What follows belongs to an exercise in optimizing a design on an open flow for small area, a short achievable clock period and few clock cycles per item; a production flow would make more cautious choices.
RTL that was checked went through simulation tests only; none was proved equivalent to the original.
No activity file was given, so power comes from the tool's default toggle rates.

## iris4_packer
module iris4_packer (
    input  wire         clk,
    input  wire         rst,
    input  wire         in_valid,
    output wire         in_ready,
    input  wire [31:0]  in_data,
    input  wire [15:0]  in_draw,
    input  wire         in_last,
    input  wire [1:0]   in_rnd,
    input  wire         in_sat,
    input  wire         in_flush,
    output wire         out_valid,
    input  wire         out_ready,
    output wire [7:0]   out_scale,
    output wire [127:0] out_codes,
    output wire [5:0]   out_nsat,
    output wire [5:0]   out_nflush,
    output wire [5:0]   out_nnan
);
Size in the first run: ~1900 flip-flops, roughly 210 I/O pins, ~50000 µm² of cells after synthesis.
clock: 40.0 ns
lec_check: 0
cap_margin: 20
core_margin: 2
core_utilization: 60
cts_cluster_diameter: 70
cts_cluster_size: 32
place_density: 0.72
slew_margin: 20
standard.sh (not shown) runs the stock make flow with config.mk's settings and CLKGATE_MAP_FILE= SYNTH_SCRIPT=/design/flow/synth_recipe.tcl, a recipe that flattens the netlist after the stock synthesis.
==> flow/flow/run.sh <==
#!/bin/bash
# Standard layout, with the ports buffered by a plain buffer and timing
# repair asked to leave more setup slack than the clock needs.
set -euo pipefail
export BUFFER_PORTS_ARGS="-buffer_cell sky130_fd_sc_hd__buf_2"
bash standard.sh SETUP_SLACK_MARGIN=30.8 SKIP_GATE_CLONING=1 finish > standard.log 2>&1
Testbench counts at the start, summed over its fixed seeds: cycles 61,642, blocks 2,048.
Change:
- CTS_CLUSTER_DIAMETER: 70 -> 90
- CTS_CLUSTER_SIZE: 32 -> 28
After rerunning:
- wire length hardly moves
- sequential power stays flat
- die area does not change
- final area hardly moves
Change:
--- a/flow/flow/run.sh
+++ b/flow/flow/run.sh
@@ -6 +6 @@
-bash standard.sh SETUP_SLACK_MARGIN=30.8 SKIP_GATE_CLONING=1 finish > standard.log 2>&1
+bash standard.sh SETUP_SLACK_MARGIN=30.65 SKIP_GATE_CLONING=1 finish > standard.log 2>&1
Result:
- The changed run completed without violations
- global-route usage shrinks by 0.30 points
- routed wire length drops by 1.2%
- clock skew shrinks by 14 ps
- count of clock-buffer cells in the layout grows by 1
- core utilization goes down by 0.64 points
Change:
--- a/flow/flow/run.sh
+++ b/flow/flow/run.sh
@@ -6 +6 @@
-bash standard.sh SETUP_SLACK_MARGIN=30.65 SKIP_GATE_CLONING=1 finish > standard.log 2>&1
+bash standard.sh SETUP_SLACK_MARGIN=30.95 SKIP_GATE_CLONING=1 finish > standard.log 2>&1
Effect: The new run finished with timing, DRC and antenna clean; setup slack is better by 87 ps; wire length grows by 4.6%; sequential share of layout area shrinks by 2.2 points; clock-buffer cell count grows by 1; utilization grows by 2.5 points; non-clock buffer count grows by 67; power grows by 3.0%; final cell count grows by 1.3%; die area does not change.

* * *

iris4_packer, a different RTL version from the one above (not shown whole).
Size in the first run: about 3,700 cells after synthesis, about 1,900 flip-flops, ~210 I/O pins, about 0.052 mm^2 of cells after synthesis.
==> flow/design.v (excerpt) <==
module iris4_packer (
    input  wire         clk,
    input  wire         rst,
    input  wire         in_valid,
    output wire         in_ready,
    input  wire [31:0]  in_data,
    input  wire [15:0]  in_draw,
    input  wire         in_last,
    input  wire [1:0]   in_rnd,
    input  wire         in_sat,
    input  wire         in_flush,
    output wire         out_valid,
    input  wire         out_ready,
    output wire [7:0]   out_scale,
    output wire [127:0] out_codes,
    output wire [5:0]   out_nsat,
    output wire [5:0]   out_nflush,
    output wire [5:0]   out_nnan
);
    localparam integer NR  = 34;                 
    localparam integer TAP = NR - 2;             
    localparam integer W   = 47;                 
    reg  [W-1:0]  ring [0:NR-1];
    reg  [NR-1:0] rv;            
    reg  [5:0]    skip;          
    reg  [5:0]    gap;           
    reg           ready;         
    reg           blk_open;      
    reg           new0;          
    reg  [1:0]    r0_rnd;        
    reg           r0_sat;
    reg           r0_flush;
    reg  [7:0]   acc_sc;         
    reg          acc_nz;         
    reg          acc_nb;         
    reg  [5:0]   acc_nnn;        
    reg  [5:0]   acc_nov;        
    reg  [5:0]   acc_nfl;        
    reg  [1:0]   acc_rnd;
    reg          acc_done;       
    reg          acc_empty;      
    reg          d1_v;
    reg  [7:0]   d1_scale;
    reg  [1:0]   d1_rnd;
    reg  [5:0]   d1_nsat;
    reg  [5:0]   d1_nflush;
    reg  [5:0]   d1_nnan;
    reg  [7:0]   cur_scale;
    reg  [7:0]   cur_K;          
    reg  [1:0]   cur_rnd;
    reg          act;            
    reg  [4:0]   idx;
    reg          ovalid;
    reg  [7:0]   scale;
    reg  [127:0] codes;
    reg  [5:0]   nsat;
    reg  [5:0]   nflush;
    reg  [5:0]   nnan;
    assign in_ready   = ready;
    assign out_valid  = ovalid;
    assign out_scale  = scale;
    assign out_codes  = codes;
    assign out_nsat   = nsat;
  ...
==> flow/config.mk <==
export PLATFORM = sky130hd
export DESIGN_NAME = iris4_packer
export DESIGN_NICKNAME = iris4_packer
export VERILOG_FILES = /design/flow/design.v
export SDC_FILE = /design/flow/constraint.sdc
export NUM_CORES = 4
export LEC_CHECK = 0
export CAP_MARGIN = 20
export CORE_MARGIN = 2
export CORE_UTILIZATION = 40
export CTS_CLUSTER_DIAMETER = 90
export CTS_CLUSTER_SIZE = 28
export SLEW_MARGIN = 20
==> flow/constraint.sdc <==
create_clock -name core_clock -period 40.0 [get_ports {clk}]
set_input_delay 8.0000 -clock core_clock [delete_from_list [all_inputs] [get_ports {clk}]]
set_output_delay 8.0000 -clock core_clock [all_outputs]
set_load 0.01 [all_outputs]
==> flow/flow/run.sh <==
#!/bin/bash
# Standard layout, with the ports buffered by a plain buffer and timing
# repair asked to leave more setup slack than the clock needs.
set -euo pipefail
export BUFFER_PORTS_ARGS="-buffer_cell sky130_fd_sc_hd__buf_2"
bash standard.sh SETUP_SLACK_MARGIN=30.5 finish > standard.log 2>&1
The baseline finished clean.
Edit:
==> flow/flow/run.sh (replaced) <==
#!/bin/bash
# Standard layout, with timing repair asked to leave more setup slack than
# the clock needs.
set -euo pipefail
bash standard.sh SETUP_SLACK_MARGIN=30 finish > standard.log 2>&1
CTS_CLUSTER_DIAMETER = not set   (was 90)
CTS_CLUSTER_SIZE = not set   (was 28)
=> Maximum frequency goes down by 5.5%. Design area came out higher by 7.8%. Routed wire length grows by 1.2%. Synthesized cell count is unchanged. Cell count goes up by 3.4%. Combinational power hardly moves. Via count rises by 2.4%. Global-route usage goes up by 0.34 points. Total power came out higher by 16%. Setup slack degrades by 0.55 ns.
Edit:
==> flow/flow/run.sh (replaced) <==
#!/bin/bash
# Standard layout, with the ports buffered by a plain buffer and timing
# repair asked to leave more setup slack than the clock needs.
set -euo pipefail
export BUFFER_PORTS_ARGS="-buffer_cell sky130_fd_sc_hd__buf_2"
bash standard.sh SETUP_SLACK_MARGIN=30.5 finish > standard.log 2>&1
Result: Routed wire length rose slightly; worst hold slack is worse by 0.0095 ns; total power decreases slightly; clock-buffer cell count shrinks by 4; final cell count stays flat; sequential power hardly moves; via count barely changes.
Edit:
--- a/flow/flow/run.sh
+++ b/flow/flow/run.sh
@@ -6 +6 @@
-bash standard.sh SETUP_SLACK_MARGIN=30.5 finish > standard.log 2>&1
+bash standard.sh SETUP_SLACK_MARGIN=31 finish > standard.log 2>&1
CTS_CLUSTER_DIAMETER = 60   (was not set)
CTS_CLUSTER_SIZE = 30   (was not set)
Now the flow completed and failed the layout checks on capacitance limit, slew limit.
Global-route usage decreases by 0.21 points.
Cell area decreases slightly.
Power decreases by a few percent.
Sequential share of layout area increases by 1.1 points.
Wire length increases slightly.
Flip-flop and latch count stays the same.
Count of clock-buffer cells in the layout decreases by 131.
Via count decreases slightly.
Setup slack improves by 0.092 ns.
Final cell count decreases slightly.
Sequential power stays flat.
Edit:
--- a/flow/flow/run.sh
+++ b/flow/flow/run.sh
@@ -6 +6 @@
-bash standard.sh SETUP_SLACK_MARGIN=31 finish > standard.log 2>&1
+bash standard.sh SETUP_SLACK_MARGIN=30.5 finish > standard.log 2>&1
CTS_CLUSTER_DIAMETER = 90   (was 60)
CTS_CLUSTER_SIZE = 24   (was 30)
Outcome: With this change the flow completed with no timing, DRC or antenna violations. Via count goes down by 1.9%. Final area goes down by 3.7%. Sequential power barely changes. Clock skew increases by 0.013 ns. Power came out lower by 7.9%.
No functional check of the RTL was part of any run of this note.

* * *

Another version of the RTL of iris4_packer (not shown whole).
Size: about 3700 cells after synthesis, ~0.051 mm2 of cells after synthesis.
clock: 40.0 ns
lec_check: 0
cap_margin: 20
core_margin: 2
core_utilization: 40
cts_cluster_diameter: 90
cts_cluster_size: 28
slew_margin: 20
==> flow/flow/run.sh <==
#!/bin/bash
# Standard layout, with the ports buffered by a plain buffer and timing
# repair asked to leave more setup slack than the clock needs.
set -euo pipefail
export BUFFER_PORTS_ARGS="-buffer_cell sky130_fd_sc_hd__buf_2"
bash standard.sh SETUP_SLACK_MARGIN=30.8 SKIP_GATE_CLONING=1 finish > standard.log 2>&1
Testbench counts at the start, summed over its fixed seeds: cycles 61,642, blocks 2,048.
Change:
Settings changed: CORE_UTILIZATION 40 to 60, PLACE_DENSITY from default to 0.72.
After rerunning:
- The changed run went through all stages and came out clean
- setup slack improved by 0.073 ns
- routed wire length came out lower by 5.7%
- total power came out lower by 1.8%
- cell area came out lower by 1.4%
- final cell count came out lower by 9.6%
- critical path depth stays the same
- hold slack barely changes
- via count came out lower by 0.31%
- clock-buffer cell count came out lower by 1
- clock power came out lower by about 2%

==> afterwards: timing with drivers on the ports <==
The results above use ideal ports. As a check the final layouts listed here were re-extracted and re-timed, cells and wires unchanged.
Step 1 assumes that a clkbuf_16 drives the clock port and a buf_2 every other input.
Step 2 moves the port delays by t, midway between the first and last clock arrival at a register: inputs arrive t later, outputs are due t later. That takes back most of the time a late clock gives input paths.
a / b / c = no drivers / after step 1 / after step 2; a / b = the first two.
| run | t (ns) | slack for setup (ns) | worst slew at a driven data input, ns |
|---|---|---|---|
| the first run of note 1 | 0.713 | 30.751 / 30.680 / 30.176 | 0.11 |
| the second run of note 1 | 0.730 | 30.711 / 30.641 / 30.072 | 0.11 |
| the third run of note 1 | 0.710 | 30.691 / 30.689 / 30.024 | 0.09 |
| the fourth run of note 1 | 0.728 | 30.778 / 30.706 / 30.166 | 0.10 |
| the first run of note 2 | 0.769 | 30.488 / 30.451 / 29.762 | 0.11 |
| the second run of note 2 | 0.844 | 29.936 / 29.985 / 29.141 | 0.05 |
| the third run of note 2 | 0.837 | 30.499 / 30.433 / 29.734 | 0.11 |
| the fourth run of note 2 | 0.783 | 30.592 / 30.533 / 29.842 | 0.13 |
| the fifth run of note 2 | 0.762 | 30.538 / 30.473 / 29.810 | 0.10 |
| the first run of note 3 | 0.754 | 30.624 / 30.556 / 30.159 | 0.08 |
| the second run of note 3 | 0.717 | 30.697 / 30.635 / 30.189 | 0.09 |
For the second run of note 2, which loses most, drivers alone change the setup slack by +0.049 ns; drivers and shift together by -0.795 ns.
